This design comes from an exercise in tuning for small area, a short achievable clock period and few clock cycles on the open sky130 flow, not from production work. Function was checked by simulation only, so behaviour that the tests miss may differ from the original. Power and IR drop assume default switching activity.

## flow/run.sh

```bash
#!/bin/bash
# synth_recipe.tcl (not shown) runs the flow's synth.tcl, then flattens the netlist and writes it again
# the make line also repeats each setting of config.mk as NAME=value (left out here)
make -C /OpenROAD-flow-scripts/flow DESIGN_CONFIG=/design/flow/config.mk WORK_HOME=/design/flow/orfs CLKGATE_MAP_FILE= SYNTH_SCRIPT=/design/flow/synth_recipe.tcl finish
```

## flow/config.mk

```make
export PLATFORM = sky130hd
export DESIGN_NAME = adeger_core
export DESIGN_NICKNAME = adeger_core
export VERILOG_FILES = /design/flow/design.v
export SDC_FILE = /design/flow/constraint.sdc
export NUM_CORES = 4
export LEC_CHECK = 0
export CAP_MARGIN = 40
export CORE_MARGIN = 2
export CORE_UTILIZATION = 40
export PLACE_DENSITY = 0.6
export SLEW_MARGIN = 30
```

## flow/constraint.sdc

```tcl
create_clock -name core_clock -period 12.0 [get_ports {clk}]
set_input_delay 2.4000 -clock core_clock [delete_from_list [all_inputs] [get_ports {clk}]]
set_output_delay 2.4000 -clock core_clock [all_outputs]
set_load 0.01 [all_outputs]
```

## flow/design.v

```verilog
module adeger_core (
    input  wire        clk,
    input  wire        rst,
    input  wire        run,
    input  wire [15:0] entry,
    output wire [1:0]  state,
    output wire [3:0]  fault_cause,
    output wire [15:0] fault_pc,
    output wire [31:0] fault_word,
    output wire        imem_en,
    output wire [9:0]  imem_addr,
    input  wire [31:0] imem_rdata,
    output wire        dmem_en,
    output wire        dmem_we,
    output wire [8:0]  dmem_addr,
    output wire [47:0] dmem_wdata,
    input  wire [47:0] dmem_rdata,
    output wire        evt_valid,
    output wire [13:0] evt_code
);
    localparam [2:0] C_NONE = 3'd0, C_OPCODE = 3'd1, C_FIELD = 3'd2,
                     C_REGISTER = 3'd3, C_READONLY = 3'd4, C_ADDRESS = 3'd5,
                     C_STACK = 3'd6, C_PC_RANGE = 3'd7;
    reg        running, faulted;
    reg [2:0]  fcause;
    reg [47:0] w [0:15];
    reg [15:0] one;          
    reg [15:0] a [0:3];
    reg [5:0]  fl;
    reg [10:0] stk [0:7];    
    reg [3:0]  sp;           
    reg [15:0] f_pc;         
    reg        f_v;          
    reg        e_v;
    reg [15:0] e_pc;
    reg [31:0] e_ir;         
    reg        e_fault;      
    reg [2:0]  e_cause;
    reg [15:0] e_ra, e_rb;   
    reg [3:0]  e_rd;
    reg        e_ldconf;     
    reg        e_stconf;     
    reg        e_asel_s;     
    reg        e_bsel_w, e_bsel_s, e_bsel_i;
    reg        e_imm_sx;
    reg        e_rs_sum, e_rs_and, e_rs_or, e_rs_xor, e_rs_sh, e_rs_ldsh, e_rs_b;
    reg        e_inv, e_cin, e_sh_left, e_sh_arith;
    reg        e_setfl, e_cmp_s, e_c_add, e_c_sub, e_c_sh, e_v_en;
    reg        e_we_w, e_we_a, e_we_fl;
    reg        e_ld, e_st, e_evt, e_halt, e_call, e_ret, e_loop, e_ser;
    reg        e_br, e_bz, e_bnz, e_bn;
    reg [15:0] e_tgt;        
    reg [8:0]  e_maddr;      
    reg        ldwb;
    reg [3:0]  ld_rd;
    reg        st_v;
    reg [8:0]  st_addr;
    reg [47:0] st_data;
    assign state       = {running | faulted, faulted};
    assign fault_cause = {1'b0, fcause};
    assign fault_pc    = e_pc;
    assign fault_word  = e_ir;
    wire [31:0] iw    = imem_rdata;
    wire [5:0]  d_op  = iw[31:26];
    wire [3:0]  d_rd  = iw[25:22];
    wire [3:0]  d_r1  = iw[21:18];
    wire [3:0]  d_r2  = iw[17:14];
    wire [1:0]  d_crd = iw[13:12];
    wire [1:0]  d_cr1 = iw[11:10];
    wire [1:0]  d_cr2 = iw[9:8];
    wire [7:0]  d_fn  = iw[7:0];
    wire d_pcr  = |f_pc[15:10];
    wire d_alu  = (d_op >= 6'h04) && (d_op <= 6'h15);
    wire d_imm  = d_op[0];
    wire [3:0] d_kind = d_op[4:1];
    wire d_cmp  = d_alu && (d_kind == 4'd10);
    wire d_ldi  = (d_op == 6'h01);
    wire d_ld   = (d_op == 6'h02);
    wire d_st   = (d_op == 6'h03);
    wire d_bra  = (d_op >= 6'h16) && (d_op <= 6'h1A);
    wire d_call = (d_op == 6'h1A);
    wire d_ret  = (d_op == 6'h1B);
    wire d_loop = (d_op == 6'h1C);
    wire d_halt = (d_op == 6'h1D);
    wire d_evt  = (d_op == 6'h1E);
    wire d_nop  = (d_op == 6'h00);
    wire d_fmta = d_alu && !d_imm;
    function [2:0] check_read(input [1:0] cls, input [3:0] idx);
        begin
            if (cls == 2'd0 || (cls == 2'd3 && (idx <= 4'd4 || idx == 4'd7)))
                check_read = C_NONE;
            else
                check_read = C_REGISTER;
        end
    endfunction
    function [2:0] check_write(input [1:0] cls, input [3:0] idx);
        begin
            if (cls == 2'd0 || (cls == 2'd3 && idx <= 4'd4))
                check_write = C_NONE;
            else if (cls == 2'd3 && idx == 4'd7)
                check_write = C_READONLY;
            else
                check_write = C_REGISTER;
        end
    endfunction
    reg [2:0] d_scause;      
    always @(*) begin
        d_scause = C_NONE;
        if (d_nop || d_loop) begin
            d_scause = C_NONE;
        end else if (d_ldi) begin
            if (d_r1 != 4'd0 || d_r2 > 4'd2)
                d_scause = C_FIELD;
        end else if (d_ld || d_st) begin
            if (d_r2 != 4'd0 || iw[21:20] == 2'd3)
                d_scause = C_FIELD;
        end else if (d_alu) begin
            if (d_imm) begin
                if (d_r2 != 4'd0 || (d_cmp && d_rd != 4'd0))
                    d_scause = C_FIELD;
            end else begin
                if (d_cmp ? (d_rd != 4'd0 || d_crd != 2'd0 || d_fn[7:1] != 7'd0)
                          : (d_fn != 8'd0))
                    d_scause = C_FIELD;
                else if (check_read(d_cr1, d_r1) != C_NONE)
                    d_scause = check_read(d_cr1, d_r1);
                else if (check_read(d_cr2, d_r2) != C_NONE)
                    d_scause = check_read(d_cr2, d_r2);
                else if (!d_cmp && check_write(d_crd, d_rd) != C_NONE)
                    d_scause = check_write(d_crd, d_rd);
            end
        end else if (d_bra) begin
            if (d_rd != 4'd0)
                d_scause = C_FIELD;
        end else if (d_ret || d_halt) begin
            if (iw[25:0] != 26'd0)
                d_scause = C_FIELD;
        end else if (d_evt) begin
            if (d_rd != 4'd0 || d_r1 != 4'd0 || d_r2 != 4'd0)
                d_scause = C_FIELD;
        end else begin
            d_scause = C_OPCODE;
        end
    end
    wire [1:0]  d_an   = iw[19:18];
    wire [1:0]  e_an   = e_ir[19:18];
    wire [1:0]  e_mode = e_ir[21:20];
    wire        e_amod = e_v & (e_ld | e_st) & (e_mode != 2'd0);
    wire [15:0] e_ma   = a[e_an];
    wire [15:0] a_pm   = e_mode[0] ? (e_ma + 16'd1) : (e_ma - 16'd1);
    wire [15:0] d_ma   = (e_amod && e_an == d_an) ? a_pm : a[d_an];
    wire [15:0] d_maddr = d_ma + {2'b00, iw[13:0]};
    wire        d_addr_f = |d_maddr[15:9];
    wire d_stk_f = (d_call & sp[3]) | (d_ret & (sp == 4'd0));
    wire [2:0] d_cause = d_pcr                  ? C_PC_RANGE :
                         (d_scause != C_NONE)   ? d_scause :
                         ((d_ld | d_st) & d_addr_f) ? C_ADDRESS :
                         d_stk_f                ? C_STACK : C_NONE;
    wire d_k_add = d_alu && d_kind == 4'd2;
    wire d_k_sub = d_alu && d_kind == 4'd3;
    wire d_k_sh  = d_alu && (d_kind == 4'd7 || d_kind == 4'd8 || d_kind == 4'd9);
    wire d_cmpp  = d_cmp && !d_imm && d_fn[0];
    wire d_dst_s = d_fmta && d_crd == 2'd3;           
    wire d_dst_fl = d_dst_s && d_rd == 4'd4;
    wire d_ldish = d_ldi && d_r2 == 4'd2;
    wire [3:0] d_ra     = (d_ldi || d_loop) ? d_rd : d_r1;
    wire [3:0] d_rb     = d_st ? d_rd : d_r2;
    wire       d_ra_use = (d_alu && (d_imm || d_cr1 == 2'd0)) || d_ldish || d_loop;
    wire       d_rb_use = (d_fmta && d_cr2 == 2'd0) || d_st;
    wire       d_we_w   = (d_alu && !d_cmp && !d_dst_s) || d_ldi || d_loop;
    wire       d_we_a   = d_alu && !d_cmp && d_dst_s && !d_rd[2];
    function [15:0] onehot16(input [3:0] x);
        begin
            onehot16 = 16'd0;
            onehot16[x] = 1'b1;
        end
    endfunction
    wire [15:0] f_pc_inc = f_pc + 16'd1;
    wire [10:0] lr = (sp == 4'd0) ? 11'd0 : stk[sp[2:0] - 3'd1];
    function [15:0] read_spec(input [3:0] idx);
        begin
            if (!idx[2])
                read_spec = a[idx[1:0]];
            else if (idx[1:0] == 2'd0)
                read_spec = {10'd0, fl};
            else
                read_spec = {5'd0, lr};
        end
    endfunction
    reg [47:0] rf_a, rf_b;
    integer i;
    always @(*) begin
        rf_a = 48'd0;
        rf_b = 48'd0;
        for (i = 0; i < 16; i = i + 1) begin
            rf_a = rf_a | ({48{e_ra[i]}} & w[i]);
            rf_b = rf_b | ({48{e_rb[i]}} & w[i]);
        end
    end
    wire [13:0] e_imm = e_ir[13:0];
    wire [47:0] opa = e_asel_s ? {32'd0, read_spec(e_ir[21:18])} : rf_a;
    wire [47:0] opb = ({48{e_bsel_w}} & rf_b)
                    | ({48{e_bsel_s}} & {32'd0, read_spec(e_ir[17:14])})
                    | ({48{e_bsel_i}} & {{34{e_imm_sx & e_imm[13]}}, e_imm});
    wire [47:0] bx   = opb ^ {48{e_inv}};
    wire [49:0] sum2 = {1'b0, opa, 1'b1} + {1'b0, bx, e_cin};
    wire [47:0] sum  = sum2[48:1];
    wire        cout = sum2[49];
    wire        vflag = (opa[47] == bx[47]) && (sum[47] != opa[47]);
    function [47:0] rev48(input [47:0] x);
        integer k;
        begin
            for (k = 0; k < 48; k = k + 1)
                rev48[k] = x[47 - k];
        end
    endfunction
    wire [5:0]   sh    = opb[5:0];
    wire [47:0]  shx   = e_sh_left ? rev48(opa) : opa;
    wire [112:0] sht   = {64'd0, shx, 1'b0} >> sh;
    wire [47:0]  shr   = sht[48:1];
    wire         shc   = sht[0];
    wire         sfill = e_sh_arith & opa[47] & sh[5] & sh[4];
    wire [47:0]  shres = (e_sh_left ? rev48(shr) : shr) | {48{sfill}};
    wire [47:0] result = ({48{e_rs_sum}}  & sum)
                       | ({48{e_rs_and}}  & (opa & opb))
                       | ({48{e_rs_or}}   & (opa | opb))
                       | ({48{e_rs_xor}}  & (opa ^ opb))
                       | ({48{e_rs_sh}}   & shres)
                       | ({48{e_rs_ldsh}} & {opa[33:0], e_imm})
                       | ({48{e_rs_b}}    & opb);
    wire fz = (result == 48'd0);
    wire fn = e_cmp_s ? (sum[47] ^ vflag) : result[47];
    wire fc = (e_c_add & cout) | (e_c_sub & ~cout) | (e_c_sh & shc);
    wire fv = e_v_en & vflag;
    wire stall  = e_v & ((ldwb & e_ldconf) | (st_v & e_stconf));
    wire exec   = e_v & ~stall;
    wire commit = exec & ~e_fault;
    wire fault  = exec & e_fault;
    wire taken = e_br | (e_bz & fl[0]) | (e_bnz & ~fl[0]) | (e_bn & fl[1]) |
                 e_call | e_ret | e_ser | (e_loop & ~|(one & e_ra));
    wire redirect = commit & taken;
    wire [10:0] e_pc_inc = e_pc[10:0] + 11'd1;
    wire [15:0] target = e_ret ? {5'd0, lr} : e_ser ? {5'd0, e_pc_inc} : e_tgt;
    wire ending = fault | (commit & e_halt);
    wire [15:0] fetch = redirect ? target : (stall | ~f_v) ? f_pc : f_pc_inc;
    assign imem_en    = running;
    assign imem_addr  = fetch[9:0];
    assign dmem_en    = st_v | (exec & e_ld);
    assign dmem_we    = st_v;
    assign dmem_addr  = st_v ? st_addr : e_maddr;
    assign dmem_wdata = st_data;
    assign evt_valid  = commit & e_evt;
    assign evt_code   = e_imm;
    wire        we_e  = commit & e_we_w;
    wire [3:0]  wsel  = ldwb ? ld_rd : e_rd;
    wire [47:0] wdata = rst ? 48'd0 : (ldwb ? dmem_rdata : result);
    wire        wone  = (wdata == 48'd1);
    always @(posedge clk) begin
        for (i = 0; i < 16; i = i + 1)
            if (rst || ((ldwb || we_e) && wsel == i)) begin
                w[i]   <= wdata;
                one[i] <= wone;
            end
    end
    always @(posedge clk) begin
        for (i = 0; i < 4; i = i + 1)
            if (rst)
                a[i] <= 16'd0;
            else if (commit && e_amod && e_an == i)
                a[i] <= a_pm;
            else if (commit && e_we_a && e_rd[1:0] == i)
                a[i] <= result[15:0];
    end
    always @(posedge clk) begin
        if (rst)
            fl <= 6'd0;
        else if (commit && e_we_fl)
            fl <= result[5:0];
        else if (commit && e_setfl)
            fl <= {fl[5:4], fv, fc, fn, fz};
    end
    always @(posedge clk) begin
        if (commit && e_call)
            stk[sp[2:0]] <= e_pc_inc;
    end
    always @(posedge clk) begin
        st_addr <= e_maddr;
        st_data <= rf_b;
    end
    wire load_e = running & ~stall & ~ending;
    always @(posedge clk) begin
        if (rst) begin
            running <= 1'b0;
            faulted <= 1'b0;
            sp      <= 4'd0;
            f_v     <= 1'b0;
            e_v     <= 1'b0;
            ldwb    <= 1'b0;
            st_v    <= 1'b0;
        end else if (!running) begin
            if (run) begin
                running <= 1'b1;
                faulted <= 1'b0;
                sp      <= 4'd0;
                f_pc    <= entry;
                f_v     <= 1'b0;
                e_v     <= 1'b0;
            end
            ldwb <= 1'b0;
            st_v <= 1'b0;
        end else begin
            f_pc <= fetch;
            f_v  <= ~ending;
            ldwb <= commit & e_ld;
            st_v <= commit & e_st;
            if (commit & e_ld)
                ld_rd <= e_rd;
            if (commit & e_call)
                sp <= sp + 4'd1;
            else if (commit & e_ret)
                sp <= sp - 4'd1;
            if (ending) begin
                running <= 1'b0;
                e_v     <= 1'b0;
            end
            if (fault) begin
                faulted <= 1'b1;
                fcause  <= e_cause;
            end
            if (load_e)
                e_v <= f_v & ~redirect;
        end
    end
    always @(posedge clk) begin
        if (load_e) begin
            e_pc       <= f_pc;
            e_ir       <= d_pcr ? 32'd0 : iw;
            e_cause    <= d_cause;
            e_fault    <= d_cause != C_NONE;
            e_ra       <= onehot16(d_ra);
            e_rb       <= onehot16(d_rb);
            e_rd       <= d_rd;
            e_ldconf   <= e_ld && (d_we_w || (d_ra_use && d_ra == e_rd) ||
                                   (d_rb_use && d_rb == e_rd));
            e_stconf   <= e_st && d_ld;
            e_asel_s   <= d_fmta && d_cr1 == 2'd3;
            e_bsel_w   <= d_fmta && d_cr2 == 2'd0;
            e_bsel_s   <= d_fmta && d_cr2 == 2'd3;
            e_bsel_i   <= (d_alu && d_imm) || d_ldi;
            e_imm_sx   <= (d_imm && (d_k_add || d_k_sub || d_cmp)) || (d_ldi && d_r2 == 4'd0);
            e_rs_sum   <= d_k_add || d_k_sub || d_cmp || d_loop;
            e_rs_and   <= d_alu && d_kind == 4'd4;
            e_rs_or    <= d_alu && d_kind == 4'd5;
            e_rs_xor   <= d_alu && d_kind == 4'd6;
            e_rs_sh    <= d_k_sh;
            e_rs_ldsh  <= d_ldish;
            e_rs_b     <= d_ldi && !d_ldish;
            e_inv      <= d_k_sub || d_cmp || d_loop;
            e_cin      <= d_k_sub || d_cmp;
            e_sh_left  <= d_alu && d_kind == 4'd7;
            e_sh_arith <= d_alu && d_kind == 4'd9;
            e_setfl    <= d_alu && !d_dst_fl;
            e_cmp_s    <= d_cmp && !d_cmpp;
            e_c_add    <= d_k_add;
            e_c_sub    <= d_k_sub || (d_cmp && !d_cmpp);
            e_c_sh     <= d_k_sh;
            e_v_en     <= d_k_add || d_k_sub;
            e_we_w     <= d_we_w;
            e_we_a     <= d_we_a;
            e_we_fl    <= d_alu && !d_cmp && d_dst_fl;
            e_ld       <= d_ld;
            e_st       <= d_st;
            e_evt      <= d_evt;
            e_halt     <= d_halt;
            e_call     <= d_call;
            e_ret      <= d_ret;
            e_loop     <= d_loop;
            e_ser      <= d_we_a;
            e_br       <= d_op == 6'h16;
            e_bz       <= d_op == 6'h17;
            e_bnz      <= d_op == 6'h18;
            e_bn       <= d_op == 6'h19;
            e_tgt      <= f_pc + iw[15:0];
            e_maddr    <= d_maddr[8:0];
        end
    end
endmodule
```

==> impl_metrics.toml, run 1 <==
[die]
dieHeight_um = 412
dieArea_um2 = 170000
start_util_pct = 40.4
rows = 149
core-area_um2 = 165000
boundaryPins = 238
die_w_um = 412

[clocking]
path_clk_slew_ns = 0.07
h-tree-depth = 3
clk_latency_ns = 0.82
post_cts_buffers = 0
cts_buffers = 121
cts_sinks = 1182
cts_tree = "done"
cts_resized = 0
ctsHoldBuffers = 0
cts_max_path_buffers = 3
clock-root-buffer = "clkbuf_16"

[cells_and_area]
area_growth_pct = 14.3
final_common_cell = "edfxtp_1"
layout_common_cells = "edfxtp_1 (1045), nand2_1 (454), nor2_1 (433)"
fin_nets = 6371
nFillCells = 15140
fin_area_um2 = 76200
drive_above_1_share_pct = 11.8

[synth]
async_flop_share_pct = 0
syn_inst = 5868
synth_edf_count = 1045
ys_seq_area_share_pct = 51.2
ys_ff_latch = 1182
ys_types = 120
synth_top_area_share_pct = 47.1
yosysWarnings = 3
synth.avg_cell_area_um2 = 11.4
ys.flop_type = "edfxtp_1"
syn_nets = 6167
syn_area_um2 = 66700
synth_top_cell_by_area = "edfxtp_1"
netlist_top_cells_area = "edfxtp_1 (47%), a221oi_1 (4.7%), a22o_1 (4.3%), dfxtp_1 (4.1%), ha_1 (3.7%)"

[grt]
grt_use_total_pct = 36.6
grt_antenna_before_repair = 19
grt_overflow_total = 0
grt_max_degree = 86
grt_pass1_wl_um = 439000
grt_pass1_vias = 55578

[sta]
fin_crit_ns = 9.81
drv_slew = 0
slew_headroom_pct = 33.0
final.setup.worst_slack_ns = 2.19
hold_violations = 0
worst_pin_slew_ns = 1.01
clock.fmax_ghz = 0.102
layout_worst_path_cycle_share_pct = 81.8
setup_viol = 0
rsz0062_at_grt = "no"
final.setup.tns_ns = 0
final.setup_skew_ns = 0.117

[place]
hpwl_um = 220000
numPortBuffers = 236
place_ws_ns = 2.59
dpl_cell_area_um2 = 72000
gp_congestion = 1.05

[drt]
vias = 59227
postRouteAntennaNets = 0
drc_errors = 0
wl_per_cell_um = 38.3
drt_iter0_markers = 11019
viasPerCell = 7.07
totalWireLength_um = 321000
first_pass_iters = 9

[power_and_ir_drop]
power.leakage_nw = 27.5
power_density_nw_per_um2 = 151
max-vdd-ir-drop_mv = 0.133

[run_status]
status = "finished clean"

[setup_path]
cp_max_fo = 71
required_ns = 12.60
startpoint = "sp[0]"
arrival_ns = 10.41
r2r_start = "sp[0]"
critPathMostFrequentCell = "buf_4"
cp-end-kind = "flip-flop"
worstSetupPathType = "reg2reg"
slowest_stage = "ha_1"
critPathLaunchType = "flip-flop"
cpPeakStageDelay_ns = 0.74

[worst_hold_path]
hp-start = "e_maddr[8]"
min_path_type = "reg2reg"

[run]
maxCapViolCount = 0
## layout make-up
type | count | area (um2) | area share, %
Timing Repair Buffer | 521 | 4700 | 6.17
Inverter | 182 | 694 | 0.912
Antenna cell | 7 | 17.5 | 0.0230
Tap cell | 2189 | 2740 | 3.60
Clock inverter | 74 | 738 | 0.969
Clock buffer | 155 | 3210 | 4.21
Sequential cell | 1182 | 34100 | 44.8
Multi-Input combinational cell | 4064 | 30000 | 39.3
## cell usage after synthesis (all sizes together) (137+ instances only)
| cell type | n |
|---|---|
| o21ai | 182 |
| a21oi | 265 |
| buf | 199 |
| a221oi | 361 |
| nand2 | 457 |
| inv | 177 |
| nor2 | 449 |
| edfxtp | 1045 |
| a22oi | 182 |
| clkbuf | 238 |
| ha | 195 |
| mux2i | 154 |
| dfxtp | 137 |
| a22o | 325 |
## power breakdown
group	switching (mW)	internal, mW
Sequential	0.211	4.92
Clock	1.68	2.11
Combinational	1.80	0.807
## logic make-up after synthesis
logic type,share of synthesized area (%)
buffers and inverters,4.53
adder cells (fa/ha/maj),3.81
other,0.00563
AND/OR/NAND/NOR,10.8
multiplexers,6.04
XOR/XNOR,2.21
AO/OA/AOI/OAI,21.4
flip-flops,51.2
## metal layers
layer	global-route usage (%)	up-vias	share of wire, %
met2	51.5	5128	41
met4	21.4	12	7.1
met5	0	-	0.019
met1	49.1	29246	38
met3	11.9	1050	14
li1	-	23791	-
## final timing paths
kind                      to  slack, ns  cells after the start
hold / removal    st_addr[8]       0.37                      0
setup / recovery      one[0]       2.19                     28
setup reg to reg      one[0]       2.19                     28
hold reg to reg   st_addr[8]       0.37                      0
## state kept, by name, summed over array words and instances (netlist names), 3 cells and up
register / flops
one: 16
sp: 4
e_rb: 16
stk: 88
w: 768
e_rd: 4
e_pc: 16
fl: 6
ld_rd: 4
e_maddr: 9
e_cause: 3
a: 64
e_ir: 32
e_ra: 16
st_addr: 9
st_data: 48
e_tgt: 16
f_pc: 16
fcause: 3
## worst max-delay path: cells and delay by family (launching register included)
family	cells	cell delay [ns]
AOI/OAI and AO/OA	10	3.23
and+or+nand+nor	7	2.32
buffers and inverters	6	1.70
adders and majority gates	2	1.17
muxes	1	0.44
xor gates and xnor gates	2	0.39
DFF	1	0.31
## stage by stage
stage | hold WS, ns | total power, mW | util (%) | cells
final | 0.373 | 11.5 | 46.1 | 8374
after global routing | 0.387 | 11.8 | 46.1 | 8369
after CTS | 0.373 | 11.4 | 46.0 | 8347
after detailed placement | 0.358 | 7.66 | 43.6 | 8118
after global placement | 0.349 | 7.63 | 43.3 | 8076
after floorplan | 0.344 | 6.54 | - | 5868
Testbench counts, summed over its fixed seeds: cycles 206,335.
==> inputs of run 2 (changes only) <==
--- a/flow/config.mk
+++ b/flow/config.mk
@@ -11,2 +11,3 @@
 export PLACE_DENSITY = 0.6
+export SETUP_SLACK_MARGIN = 5
 export SLEW_MARGIN = 30
==> impl_metrics.toml, run 2 <==
[worst_hold_path]
min_path_type = "reg2reg"
hold_depth = 0

[power_and_ir_drop]
max-vdd-ir-drop_mv = 0.141
power.leakage_nw = 29.2
power_density_nw_per_um2 = 151

[clocking]
ctsHoldBuffers = 0
clk_latency_ns = 0.81
h-tree-depth = 3
cts_max_path_buffers = 3
cts_sinks = 1182
clock-root-buffer = "clkbuf_16"
path_clk_slew_ns = 0.06
cts_buffers = 121
cts_tree = "done"

[die]
dieHeight_um = 412
dieArea_um2 = 170000
start_util_pct = 40.4
core-area_um2 = 165000
die_w_um = 412
boundaryPins = 238
rows = 149

[setup_path]
path_delay_family = "compound AO/OA/AOI/OAI gates"
required_ns = 12.60
cp.depth = 22
slowest_stage = "o311a_2"
cpPeakStageDelay_ns = 0.58
reg2regPathDepth = 22
critPathLaunchType = "flip-flop"
cp_max_fo = 31
r2r-end = "one[5]"
cp-end-kind = "flip-flop"
worstSetupPathType = "reg2reg"
startpoint = "e_ra[2]"
cp-endpoint = "one[5]"
crit_chain = "buf_4, buf_16, a22o_1, a221oi_1, and4_1, mux2i_1, and2_1, mux4_2, mux2i_4, o221ai_2, a2111oi_4, a311oi_1, buf_2, o311a_2, nor2_1, nor4bb_2, o2111a_2, nand4bb_4, or4_4, nor4_4, buf_6, buf_12"
cp_num_buf_inv = 5
r2r_start = "e_ra[2]"
r2r_slack_ns = 4.88
arrival_ns = 7.72

[drt]
wl_met2_um = 140000
vias = 61148
drc_errors = 0
met3_length_um = 51200
drt-met1-wl_um = 126000
highest_layer = "met5"
totalWireLength_um = 343000
drt_iter0_markers = 11744
wl_per_cell_um = 40.1
first_pass_iters = 6
postRouteAntennaNets = 0
viasPerCell = 7.13

[run]
maxCapViolCount = 0

[sta]
setup_viol = 0
fin_hold_ws_ns = 0.370
layout_worst_path_cycle_share_pct = 59.3
worst_pin_slew_ns = 1.05
hold_violations = 0
final.setup.tns_ns = 0
slew_headroom_pct = 29.6
rsz0062_at_grt = "yes"
clock.fmax_ghz = 0.140
drv_slew = 0
fin_crit_ns = 7.12
final.setup_skew_ns = 0.0835

[synth]
yosys.cell_count.top_type = "edfxtp_1"
async_flop_share_pct = 0
synth_edf_count = 1045
ys_seq_area_share_pct = 51.2
ys_ff_latch = 1182
synth_top_cells_by_count = "edfxtp_1 (1045), nand2_1 (456), nor2_1 (448), a221oi_1 (359), a22o_1 (325)"
syn_area_um2 = 66700
synth.avg_cell_area_um2 = 11.4
synth_top_area_share_pct = 47.1
synth_top_cell_by_area = "edfxtp_1"
syn_inst = 5868
ys_types = 120
yosysWarnings = 3
syn_nets = 6167
netlist_top_cells_area = "edfxtp_1 (47%), a221oi_1 (4.7%), a22o_1 (4.3%), dfxtp_1 (4.1%), ha_1 (3.7%)"
ys.flop_type = "edfxtp_1"

[place]
place_inst = 8112
numPortBuffers = 236
hpwl_um = 227000
gp_congestion = 1.07

[cells_and_area]
fin_nets = 6564
drive_above_1_share_pct = 17.9
final_common_cell = "edfxtp_1"
finalNonFillerCells = 8571
area_growth_pct = 20.7
regMostFlops = "w"
largest_reg_flops = 768
layout_common_cells = "edfxtp_1 (1045), nand2_1 (445), nor2_1 (426)"
nFillCells = 14831

[run_status]
status = "finished clean"

[grt]
grt_use_total_pct = 38.4
grt_max_degree = 61
grt_pass1_wl_um = 458000
grt_pass1_vias = 56385
grt_overflow_total = 0
grt_antenna_before_repair = 19
[run 2: cells by family (layout without fill, tap and decap cells)]
kind of cell	count (synthesis)	after routing	share of synthesized area, %
simple gates	1525	1525	10.8
buf+inv	622	1127	4.53
flops	1182	1182	51.2
mux	291	291	6.04
other cells	1	10	0.00563
xor+xnor	165	165	2.21
fa+ha+maj	200	200	3.81
compound gates	1882	1882	21.4
[run 2: timing repair]
item,CTS,global route
gates resized for setup,218,244
pin swaps,43,71
setup buffers,78,106
setup endpoints to repair,600,69
gates cloned,9,17
[run 2: layer usage]
metal	GRT usage [%]	vias up
met1	51.2	30044
met3	11.6	1150
met2	54.8	5747
met4	22.6	20
li1	-	24187
met5	0	-
[run 2: where the power goes]
part	switching [mW]	internal, mW
Clock	1.76	2.32
Sequential	0.222	4.92
Combinational	1.96	0.973
Total	3.94	8.21
[run 2: through the flow]
stage | power, mW | worst slack, ns | instance area [um2] | util [%]
finish | 12.2 | 4.88 | 80500 | 48.7
detailed placement | 7.70 | 2.26 | 72100 | 43.7
global route | 12.4 | 4.87 | 80400 | 48.7
CTS | 11.8 | 4.93 | 78100 | 47.3
floorplan | 6.56 | 5.03 | 66900 | -
global placement | 7.68 | 2.43 | 71600 | 43.3
[run 2: worst min-delay path by stage]
stage | from | end | slack, ns
4_1_cts | e_maddr[5] | st_addr[5] | 0.38
3_5_place_dp | e_maddr[2] | st_addr[2] | 0.36
5_1_grt | e_maddr[0] | st_addr[0] | 0.39
2_1_floorplan | e_maddr[0] | st_addr[0] | 0.34
6_report | e_maddr[5] | st_addr[5] | 0.37
3_3_place_gp | e_maddr[2] | st_addr[2] | 0.36
[run 2: cell type report]
class / count / area, um2 / share of cell area, %
Timing Repair Buffer: 709 / 7210 / 8.97
Timing Repair inverter: 5 / 46.3 / 0.0575
Clock buffer: 143 / 3220 / 4.00
Multi-Input combinational cell: 4064 / 31200 / 38.8
Inverter: 182 / 820 / 1.02
Sequential cell: 1182 / 34100 / 42.4
Antenna cell: 9 / 22.5 / 0.0280
Tap cell: 2189 / 2740 / 3.40
Clock inverter: 88 / 1070 / 1.33
[run 2: worst register-to-register path, delay by kind of cell (launching register included)]
family	cells	cell delay (ns)
AO/OA/AOI/OAI	7	2.37
buffers and inverters	5	1.07
flip-flops	1	0.47
multiplexers	3	1.08
AND/OR/NAND/NOR	7	1.94

[what the ideal ports hide]
No port has a modelled driver above. Below, the same layouts with a new extraction and two added sets of constraints.
Step 1: set_driving_cell puts a clkbuf_16 on clk and a buf_2 on each other input, an assumption about the parent block.
Step 2 adds t to the input delays and takes it off the output delays; t is the mean of the earliest and latest rising clock arrival at the registers after step 1. Input paths then give back, and output paths get back, about the clock's delay inside the block.
a / b / c = ideal ports / drivers / drivers and shift; a / b = the first two.
run	shift t [ns]	slack for setup (ns)	hold WS [ns]
run 1	0.852	2.186 / 2.186 / 2.186	0.373 / 0.373 / 0.373
run 2	0.859	4.882 / 4.882 / 4.597	0.370 / 0.370 / 0.370
After both steps setup and hold are still met in every run listed. The setup slack of run 2, which loses most, moves by 0.000 ns with the drivers and by -0.285 ns with both steps.
